Context: an optimization exercise on an open-source flow, tuned for small area, a short achievable clock period and few clock cycles per item. The choices shown serve that exercise and are no tape-out recipe.

## old
==> flow/design.v (excerpt) <==
module blk_enc (
    input  wire         clk,
    input  wire         rst_n,
    input  wire         in_valid,
    output wire         in_ready,
    input  wire [31:0]  in_data,
    input  wire [4:0]   cfg_fmt,
    input  wire [1:0]   cfg_mode,
    input  wire [31:0]  cfg_seed,
    input  wire [31:0]  cfg_idx,
    output wire         out_valid,
    input  wire         out_ready,
    output wire [15:0]  out_head,
    output wire [255:0] out_elems,
    output wire         out_overflow,
    output wire [5:0]   out_lost
);
==> flow/config.mk <==
export PLATFORM = sky130hd
export DESIGN_NAME = blk_enc
export DESIGN_NICKNAME = blk_enc
export VERILOG_FILES = /design/flow/design.v
export SDC_FILE = /design/flow/constraint.sdc
export NUM_CORES = 4
export LEC_CHECK = 0
export CAP_MARGIN = 20
export CORE_MARGIN = 2
export CORE_UTILIZATION = 40
export PLACE_DENSITY = 0.6
export SLEW_MARGIN = 20
==> flow/constraint.sdc <==
create_clock -name core_clock -period 30.0 [get_ports {clk}]
set_input_delay 6.0000 -clock core_clock [delete_from_list [all_inputs] [get_ports {clk}]]
set_output_delay 6.0000 -clock core_clock [all_outputs]
set_load 0.01 [all_outputs]
standard.sh (not shown) runs the stock make flow with config.mk's settings and CLKGATE_MAP_FILE= SYNTH_SCRIPT=/design/flow/synth_recipe.tcl, a recipe that flattens the netlist after the stock synthesis.
==> flow/flow/run.sh <==
#!/bin/bash
# Standard layout (the standard.sh: standard synthesis, floorplan, place,
# CTS, route), with the port buffers made of sky130_fd_sc_hd__buf_2 cells
# instead of the resizer's default pick.
set -euo pipefail
export BUFFER_PORTS_ARGS="-buffer_cell sky130_fd_sc_hd__buf_2"
bash standard.sh > standard_flow.log 2>&1
The inputs of new differ from those of old as listed below.
diff --git a/flow/config.mk b/flow/config.mk
--- a/flow/config.mk
+++ b/flow/config.mk
@@ -9,4 +9,6 @@
 export CORE_MARGIN = 2
 export CORE_UTILIZATION = 40
+export CTS_CLUSTER_DIAMETER = 100
+export CTS_CLUSTER_SIZE = 20
 export PLACE_DENSITY = 0.6
 export SLEW_MARGIN = 20
### Flow results
Diff old -> new: final routed wire length divided by cell count rose by about 0.9%; sequential share of layout area climbed 2.0 points; number of clock buffers inserted by TritonCTS went down 69.
Compared to old, new shows a narrower setup margin.
In the flow results for old and new, the clock skew is smaller on old.
Against old as the reference, new delivers a lower post-detailed-routing wire length.
No functional check of the RTL was part of any run of this note.


blk_enc, a different RTL version from the one above (not shown whole).
For scale: roughly 5200 cells after synthesis, ~1800 flip-flops, roughly 69000 um^2 of cells after synthesis.
Settings: LEC_CHECK=0, CAP_MARGIN=20, CORE_MARGIN=2, CORE_UTILIZATION=40, PLACE_DENSITY=0.6, SLEW_MARGIN=20; clock period 30.0 ns.
==> flow/flow/run.sh <==
#!/bin/bash
# Standard layout (the standard.sh: standard synthesis, floorplan, place,
# CTS, route), with the port buffers made of sky130_fd_sc_hd__buf_1 cells
# instead of the resizer's default pick.
set -euo pipefail
export BUFFER_PORTS_ARGS="-buffer_cell sky130_fd_sc_hd__buf_1"
bash standard.sh > standard_flow.log 2>&1
Rerun with:
==> flow/run.sh (new file) <==
#!/bin/bash
# synth_recipe.tcl (not shown) runs the flow's synth.tcl, then flattens the netlist and writes it again
# the make line also repeats each setting of config.mk as NAME=value (left out here)
make -C /OpenROAD-flow-scripts/flow DESIGN_CONFIG=/design/flow/config.mk WORK_HOME=/design/flow/orfs CLKGATE_MAP_FILE= SYNTH_SCRIPT=/design/flow/synth_recipe.tcl finish
removed: flow/flow/run.sh
removed: flow/standard.sh
What happened: Global-route usage increases by 0.30 points; via count barely changes; setup slack gets worse by 0.30 ns; non-clock buffer count decreases by 1; sequential cell count is unchanged; sequential share of layout area decreases by 1.5 points; worst hold slack gets worse by 0.041 ns.
No functional check of the RTL was part of any run of this note.


Another version of the RTL of blk_enc (not shown whole).
Size: about 5000 cells after synthesis, ~1800 flip-flops, ~390 I/O pins.
export LEC_CHECK = 0
export CAP_MARGIN = 20
export CORE_MARGIN = 2
export CORE_UTILIZATION = 40
export CTS_CLUSTER_DIAMETER = 100
export CTS_CLUSTER_SIZE = 24
export PLACE_DENSITY = 0.6
export SLEW_MARGIN = 20
create_clock -name core_clock -period 30.0 [get_ports {clk}]
==> flow/flow/run.sh <==
#!/bin/bash
# Standard layout (the standard.sh: standard synthesis, floorplan, place,
# CTS, route), with the port buffers made of sky130_fd_sc_hd__buf_2 cells
# instead of the resizer's default pick.
set -euo pipefail
export BUFFER_PORTS_ARGS="-buffer_cell sky130_fd_sc_hd__buf_2"
bash standard.sh > standard_flow.log 2>&1
The first run finished clean.
==> next run, changes <==
--- a/flow/config.mk
+++ b/flow/config.mk
@@ -10,4 +10,2 @@
 export CORE_UTILIZATION = 40
-export CTS_CLUSTER_DIAMETER = 100
-export CTS_CLUSTER_SIZE = 24
 export PLACE_DENSITY = 0.6
Result: The changed run ran to the end with no violations. Count of clock-buffer cells in the layout went up by 108. Non-clock buffer count is lower by 1. Hold slack is about the same. Design area grows by 4.2%. Sequential share of layout area goes down by 2.2 points.
Function was not checked in any run of this note: the RTL went through the layout flow alone.


== v6 ==
blk_enc with an RTL version that a note above also has.
For scale: roughly 1800 flip-flops, about 390 I/O pins, ~69000 um2 of cells after synthesis.
export LEC_CHECK = 0
export CAP_MARGIN = 20
export CORE_MARGIN = 2
export CORE_UTILIZATION = 40
export PLACE_DENSITY = 0.6
export SLEW_MARGIN = 20
create_clock -name core_clock -period 30.0 [get_ports {clk}]
Scripts as last shown in full above: flow/flow/run.sh
Input changes introduced in v7 (baseline for comparison: v6):
- CTS_BUF_LIST: unset -> sky130_fd_sc_hd__clkbuf_4 sky130_fd_sc_hd__clkbuf_8
==> flow/run.sh (new file) <==
#!/bin/bash
# synth_recipe.tcl (not shown) runs the flow's synth.tcl, then flattens the netlist and writes it again
# the make line also repeats each setting of config.mk as NAME=value (left out here)
make -C /OpenROAD-flow-scripts/flow DESIGN_CONFIG=/design/flow/config.mk WORK_HOME=/design/flow/orfs CLKGATE_MAP_FILE= SYNTH_SCRIPT=/design/flow/synth_recipe.tcl finish
removed: flow/flow/run.sh
removed: flow/standard.sh
[summary]
All-layer global routing usage sits higher in v7 than in v6. v7 — first-iteration DRC count 0.42% higher, v6 as reference. Sequential share of cell area (lower): v7.
No functional check of the RTL was part of any run of this note.

==> re-timing with driven ports <==
The flow's constraints put no driver on any port. The routed layouts listed below were extracted and timed again, unchanged, in two steps. Step 1 sets driving cells, clkbuf_16 on the clock port and buf_2 on the other inputs (assumed; they add their load-dependent delay and slew). Step 2 also shifts input and output timing later by t, the mid clock arrival at the registers, as if the neighbouring blocks saw the same clock. a / b / c = no drivers / after step 1 / after step 2; a / b = the first two.
run | t (ns) | setup slack, ns | worst setup path at the end | slew at the worst register clock pin (ns)
old | 0.882 | 22.353 / 22.353 / 22.208 | input to register | 0.07 / 0.07
new | 0.821 | 22.322 / 22.322 / 22.209 | input to register | 0.10 / 0.10
the first run of note 2 | 0.867 | 22.417 / 22.422 / 21.612 | input to register | 0.07 / 0.07
the second run of note 2 | 0.879 | 22.116 / 22.036 / 21.318 | input to register | 0.07 / 0.07
the first run of note 3 | 0.796 | 22.564 / 22.491 / 22.360 | input to register | 0.10 / 0.10
the second run of note 3 | 0.847 | 22.525 / 22.452 / 22.339 | input to register | 0.07 / 0.07
v6 | 0.875 | 22.520 / 22.450 / 21.695 | input to register | 0.07 / 0.07
v7 | 1.017 | 21.970 / 21.897 / 21.324 | input to register | 0.07 / 0.07
After both steps setup and hold are still met in every run listed. For v6, which loses most, drivers alone change the setup slack by -0.070 ns; drivers and shift together by -0.825 ns.
